Source: an optimization exercise on an open RTL-to-GDS flow (aim: small area, a short achievable clock period and few clock cycles per item). Production flows keep margins and buffers that such runs may drop.
RTL that was checked went through simulation tests only; none was proved equivalent to the original.

## stripe_recover
module stripe_recover (
    input  wire         clk,
    input  wire         rst,
    input  wire         cfg_valid,
    output wire         cfg_ready,
    input  wire [4:0]   cfg_k,
    input  wire [1:0]   cfg_m,
    input  wire [18:0]  cfg_avail,
    input  wire         in_valid,
    output wire         in_ready,
    input  wire [151:0] in_data,
    output wire         out_valid,
    input  wire         out_ready,
    output wire         out_ok,
    output wire [127:0] out_data
);
    function [7:0] gf_mul;
        input [7:0] a;
        input [7:0] b;
        reg   [7:0] x, acc;
        integer     t;
        begin
            x   = a;
            acc = 8'h00;
            for (t = 0; t < 8; t = t + 1) begin
                if (b[t])
                    acc = acc ^ x;
                x = {x[6:0], 1'b0} ^ (x[7] ? 8'h1D : 8'h00);
            end
            gf_mul = acc;
        end
    endfunction
    function [7:0] gf_mulc;
        input [7:0] a;
        input integer e;
        reg   [7:0] x;
        integer     t;
        begin
            x = a;
            for (t = 0; t < e; t = t + 1)
  ...
Size: about 420 flip-flops, ~320 I/O pins, ~39,000 um^2 of cells after synthesis.
clock: 14.0 ns
lec_check: 0
cap_margin: 20
core_margin: 2
core_utilization: 40
cts_buf_list: sky130_fd_sc_hd__clkbuf_8
slew_margin: 20
standard.sh (not shown) runs the stock make flow with config.mk's settings and CLKGATE_MAP_FILE= SYNTH_SCRIPT=/design/flow/synth_recipe.tcl, a recipe that flattens the netlist after the stock synthesis.
==> flow/flow/run.sh <==
#!/bin/bash
set -euo pipefail
bash standard.sh SETUP_SLACK_MARGIN=8.0 "BUFFER_PORTS_ARGS=-buffer_cell sky130_fd_sc_hd__buf_1" finish > flow_make.log 2>&1
==> next run, changes <==
==> flow/flow/run.sh (replaced) <==
#!/bin/bash
set -euo pipefail
bash standard.sh SETUP_SLACK_MARGIN=8.4 "BUFFER_PORTS_ARGS=-buffer_cell sky130_fd_sc_hd__buf_1" finish > flow_make.log 2>&1
- CTS_BUF_LIST: sky130_fd_sc_hd__clkbuf_8 -> default
Non-clock buffer count came out higher by 72.
Sequential share of layout area came out lower by 0.93 points.
Die area is unchanged.
Routed wire length came out higher by 2.9%.
Synthesized cell count stays the same.
Setup slack barely changes.
First-iteration DRC count came out higher by 8.8%.
Global-route usage came out higher by 0.43 points.
Cell count came out higher by 0.43%.
No run of this note included a check of the RTL's function; only the layout flow was run.

* * *

stripe_recover, a different RTL version from the one above (not shown whole).
Size: about 4400 cells after synthesis.
clock: 14.0 ns
lec_check: 0
cap_margin: 20
core_margin: 2
core_utilization: 40
cts_buf_list: sky130_fd_sc_hd__clkbuf_8
cts_cluster_diameter: 60
cts_cluster_size: 14
place_density: 0.8
slew_margin: 20
==> flow/flow/run.sh <==
#!/bin/bash
set -euo pipefail
bash standard.sh SETUP_SLACK_MARGIN=8.0 "BUFFER_PORTS_ARGS=-buffer_cell sky130_fd_sc_hd__buf_1" finish > flow_make.log 2>&1
Testbench counts at the start, summed over its fixed seeds: cycles 6,399, items 6,144.
==> next run, changes <==
Settings changed: PLACE_DENSITY 0.8 to not set.
First-iteration DRC count decreases by 6.9%. Clock-buffer cell count increases by 2. Die area stays the same. Sequential share of layout area decreases by 0.14 points. Routed wire length increases by 3.6%.
==> next run, changes <==
Settings changed: CTS_BUF_LIST sky130_fd_sc_hd__clkbuf_8 to sky130_fd_sc_hd__clkbuf_4, CTS_CLUSTER_DIAMETER 60 to not set, CTS_CLUSTER_SIZE 14 to not set.
Result:
- clock-buffer cell count goes up by 104
- global-route usage goes up by 0.26 points
- routed wire length goes up by 0.54%
- hold slack loses 0.011 ns
==> next run, changes <==
==> flow/flow/run.sh (replaced) <==
#!/bin/bash
set -euo pipefail
bash standard.sh SETUP_SLACK_MARGIN=7.85 "BUFFER_PORTS_ARGS=-buffer_cell sky130_fd_sc_hd__buf_1" finish > flow_make.log 2>&1
=> Routed wire length falls by 2.4%. Critical path depth does not change. Worst setup slack loses 0.039 ns. Global-route usage falls by 0.71 points.
==> next run, changes <==
==> flow/flow/run.sh (replaced) <==
#!/bin/bash
set -euo pipefail
bash standard.sh SETUP_SLACK_MARGIN=8.0 "BUFFER_PORTS_ARGS=-buffer_cell sky130_fd_sc_hd__buf_1" finish > flow_make.log 2>&1
Settings changed: GPL_TIMING_DRIVEN set to 0.
=> The changed run finished with timing, DRC and antenna clean; via count increases by 3.0%; routed wire length increases by 1.9%; count of clock-buffer cells in the layout decreases by 4; final area increases by 3.0%; sequential share of layout area decreases by 0.76 points; fmax decreases by 0.39%.

* * *

## north
RTL: one of the versions met above, not the one the previous note started from.
For scale: roughly 4600 cells after synthesis, roughly 420 flip-flops, about 320 I/O pins.
export LEC_CHECK = 0
export CAP_MARGIN = 20
export CORE_MARGIN = 2
export CORE_UTILIZATION = 40
export SLEW_MARGIN = 20
create_clock -name core_clock -period 14.0 [get_ports {clk}]
==> flow/flow/run.sh <==
#!/bin/bash
set -euo pipefail
bash standard.sh SETUP_SLACK_MARGIN=8.0 "BUFFER_PORTS_ARGS=-buffer_cell sky130_fd_sc_hd__buf_1" finish > flow_make.log 2>&1
The following lists how south was set up differently from north:
- setting CTS_BUF_LIST to sky130_fd_sc_hd__clkbuf_4 for the first time
==> notes.md <==
Delta (south minus north): cell count higher, total of fill cells in the finished design higher.
Met3 layer usage reported by global route, north and south: larger value in south
Against north, south reports a clock tree cell share of total cell area that is lower.
south vs. north: worst setup margin roughly the same.
Function was not checked in any run of this note: the RTL went through the layout flow alone.

[static timing again, ports no longer ideal]
The results above use ideal ports. As a check the final layouts listed here were re-extracted and re-timed, cells and wires unchanged.
Step 1, drivers: a clkbuf_16 drives clk and a buf_2 each remaining input, both assumed.
Step 2 also shifts input and output timing later by t, the mid clock arrival at the registers, as if the neighbouring blocks saw the same clock.
Three values: no drivers, after step 1, after step 2; two values: the first two.
run | t, ns | slack for setup (ns) | worst slew at a driven data input, ns
the first run of note 1 | 0.748 | 7.956 / 7.924 / 7.451 | 0.10
the second run of note 1 | 0.692 | 7.957 / 7.912 / 7.799 | 0.09
the first run of note 2 | 0.756 | 7.970 / 7.931 / 7.563 | 0.07
the second run of note 2 | 0.769 | 7.970 / 7.938 / 7.524 | 0.07
the third run of note 2 | 1.012 | 7.970 / 7.938 / 7.450 | 0.07
the fourth run of note 2 | 0.984 | 7.931 / 7.910 / 7.149 | 0.11
the fifth run of note 2 | 1.007 | 7.908 / 7.908 / 7.244 | 0.13
north | 0.672 | 7.958 / 7.925 / 7.573 | 0.10
south | 0.954 | 7.958 / 7.925 / 7.385 | 0.10
After both steps every run listed still meets setup and hold. For the fourth run of note 2, which loses most, drivers alone change the setup slack by -0.021 ns; drivers and shift together by -0.782 ns.
